Background: an optimization exercise with open tools, aiming at small area and a short achievable clock period. Do not read the settings as production practice.
Function was checked by simulation only, so behaviour that the tests miss may differ from the original.
Power figures rest on the tool's default switching activity, not on a simulated workload.

## before
==> module qe_arb, before the edit <==
module qe_arb (
    input  wire        clk,
    input  wire        rst,
    input  wire [7:0]  req,          
    input  wire [31:0] req_len,      
    input  wire        deadline,     
    input  wire        prio_we,      
    input  wire [23:0] prio_wdata,
    output wire [23:0] prio,         
    output wire [7:0]  gnt,          
    output wire [7:0]  aged,         
    output wire        beat_valid,   
    output wire [2:0]  beat_id,      
    output wire        beat_first    
);
    localparam [23:0] PRIO_RESET = {3'd6, 3'd3, 3'd4, 3'd2, 3'd2, 3'd1, 3'd1, 3'd1};
    reg [23:0] prio_r;
    reg [23:0] last;                 
    reg [3:0]  bcnt;                 
    reg        bvalid;
    reg        bfirst;
    reg [2:0]  bid;
    assign prio       = prio_r;
    assign beat_valid = bvalid;
    assign beat_first = bfirst;
    assign beat_id    = bid;
    wire decide = !bvalid || (bcnt == 4'd0);
    wire [63:0] prec;
    qe_arb_order u_order (.prio(prio_r), .last(last), .prec(prec));
    qe_arb_pick  u_pick  (.decide(decide), .req(req), .aged(aged), .deadline(deadline),
                          .prec(prec), .gnt(gnt));
    wire grant = decide && (|req);
    genvar g;
    generate
        for (g = 0; g < 8; g = g + 1) begin : g_wait
            qe_arb_wait u_wait (.clk(clk), .clr(rst || !req[g] || gnt[g]), .aged(aged[g]));
        end
    endgenerate
    wire [2:0] winner = {|gnt[7:4], gnt[7] | gnt[6] | gnt[3] | gnt[2],
                         gnt[7] | gnt[5] | gnt[3] | gnt[1]};
    reg  [3:0] win_len;
    reg  [2:0] win_prio;
    integer i;
    always @(*) begin
        win_len  = 4'd0;
        win_prio = 3'd0;
        for (i = 0; i < 8; i = i + 1)
            if (gnt[i]) begin
                win_len  = win_len | req_len[4*i +: 4];
                win_prio = win_prio | prio_r[3*i +: 3];
            end
    end
    always @(posedge clk) begin
        if (rst) begin
            prio_r <= PRIO_RESET;
            bvalid <= 1'b0;
        end else begin
            if (prio_we)
                prio_r <= prio_wdata;
            if (grant)
                bvalid <= 1'b1;
            else if (bcnt == 4'd0)
                bvalid <= 1'b0;
        end
        for (i = 0; i < 8; i = i + 1)
            if (rst || (grant && win_prio == i))
                last[3*i +: 3] <= rst ? 3'd7 : winner;
        if (grant) begin
            bcnt   <= win_len;
            bid    <= winner;
            bfirst <= 1'b1;
        end else begin
            bcnt   <= bcnt - 4'd1;
            bfirst <= 1'b0;
        end
    end
endmodule
Settings: LEC_CHECK=0, CAP_MARGIN=20, CORE_MARGIN=2, CORE_UTILIZATION=50, CTS_BUF_LIST=sky130_fd_sc_hd__clkbuf_4 sky130_fd_sc_hd__clkbuf_8, CTS_CLUSTER_SIZE=30, SLEW_MARGIN=20; clock period 20.0 ns.
standard.sh (not shown) runs the stock make flow with config.mk's settings and CLKGATE_MAP_FILE= SYNTH_SCRIPT=/design/flow/synth_recipe.tcl, a recipe that flattens the netlist after the stock synthesis.
==> flow/flow/run.sh <==
#!/bin/bash
# Layout flow: the standard ORFS flow (standard.sh), with three changes:
#  - synthesis maps the logic with an area-oriented ABC script (flow/abc_area.script);
#    flip-flops are mapped before ABC runs, so the registers are the standard synthesis's;
#  - the ports get plain buffers (buf_1) instead of the delay buffers buffer_ports picks;
#  - timing repair aims for a setup slack of SETUP_SLACK_MARGIN below the clock period.
# Each tool's output goes to the ORFS logs under orfs/logs; make's output to orfs_make.log.
set -euo pipefail
here=$(pwd)
rm -rf "$here/orfs_scripts"
cp -r "$FLOW_HOME/scripts" "$here/orfs_scripts"
pre="$here/orfs_scripts/synth_preamble.tcl"
sed -i 's|^if { \$::env(ABC_AREA) } {|if { [info exists ::env(FLOW_ABC_SCRIPT)] } {\n  set abc_script $::env(FLOW_ABC_SCRIPT)\n} elseif { $::env(ABC_AREA) } {|' "$pre"
grep -q FLOW_ABC_SCRIPT "$pre"
export FLOW_ABC_SCRIPT="$here/flow/abc_area.script"
bash standard.sh "SCRIPTS_DIR=$here/orfs_scripts" \
    "BUFFER_PORTS_ARGS=-buffer_cell sky130_fd_sc_hd__buf_1" \
    "SETUP_SLACK_MARGIN=9.6" finish > orfs_make.log 2>&1
==> flow/flow/abc_area.script <==
&get -n
&st
&dc2
&syn2
&dch -f
&nf -R 1000 -p
&put
For after, these inputs were changed with respect to before:
diff --git a/flow/design.v b/flow/design.v
--- a/flow/design.v
+++ b/flow/design.v
@@ -118,24 +118,24 @@
                 win_prio = win_prio | prio_r[3*i +: 3];
             end
     end
     always @(posedge clk) begin
         if (rst) begin
             prio_r <= PRIO_RESET;
+            last   <= {8{3'd7}};
             bvalid <= 1'b0;
         end else begin
             if (prio_we)
                 prio_r <= prio_wdata;
-            if (grant)
+            if (grant) begin
+                last[3*win_prio +: 3] <= winner;
                 bvalid <= 1'b1;
-            else if (bcnt == 4'd0)
+            end else if (bcnt == 4'd0) begin
                 bvalid <= 1'b0;
+            end
         end
-        for (i = 0; i < 8; i = i + 1)
-            if (rst || (grant && win_prio == i))
-                last[3*i +: 3] <= rst ? 3'd7 : winner;
         if (grant) begin
             bcnt   <= win_len;
             bid    <= winner;
             bfirst <= 1'b1;
         end else begin
             bcnt   <= bcnt - 4'd1;
==> run summary <==
Final standard cell count with taps included and fillers excluded for after is higher than for before. Power density over the cells in after vs before: up 0.71 nW/um2. Compared to before, the router laid down more metal wire for after. Taking before over after, the total met2 wirelength after detailed routing ratio works out to 0.931. Higher synthesized-area fraction occupied by ao, oa, aoi and oai cells was reported by after, not before.

## static timing again, ports no longer ideal
Ports are ideal in the flow. The routed layouts listed here were re-timed in OpenROAD.
Step 1: set_driving_cell puts a clkbuf_16 on clk and a buf_2 on each other input, an assumption about the parent block.
Step 2 adds t to the input delays and takes it off the output delays; t is the mean of the earliest and latest rising clock arrival at the registers after step 1. Input paths then give back, and output paths get back, about the clock's delay inside the block.
a / b / c = ideal ports / drivers / drivers and shift; a / b = the first two.
| run | shift t [ns] | setup WS [ns] | worst setup path at the end |
|---|---|---|---|
| before | 0.490 | 9.725 / 9.702 / 9.702 | input to output |
| after | 0.487 | 9.721 / 9.693 / 9.693 | input to output |
After both steps setup and hold are still met in every run listed. For after, which loses most, drivers alone change the setup slack by -0.028 ns; drivers and shift together by -0.028 ns.
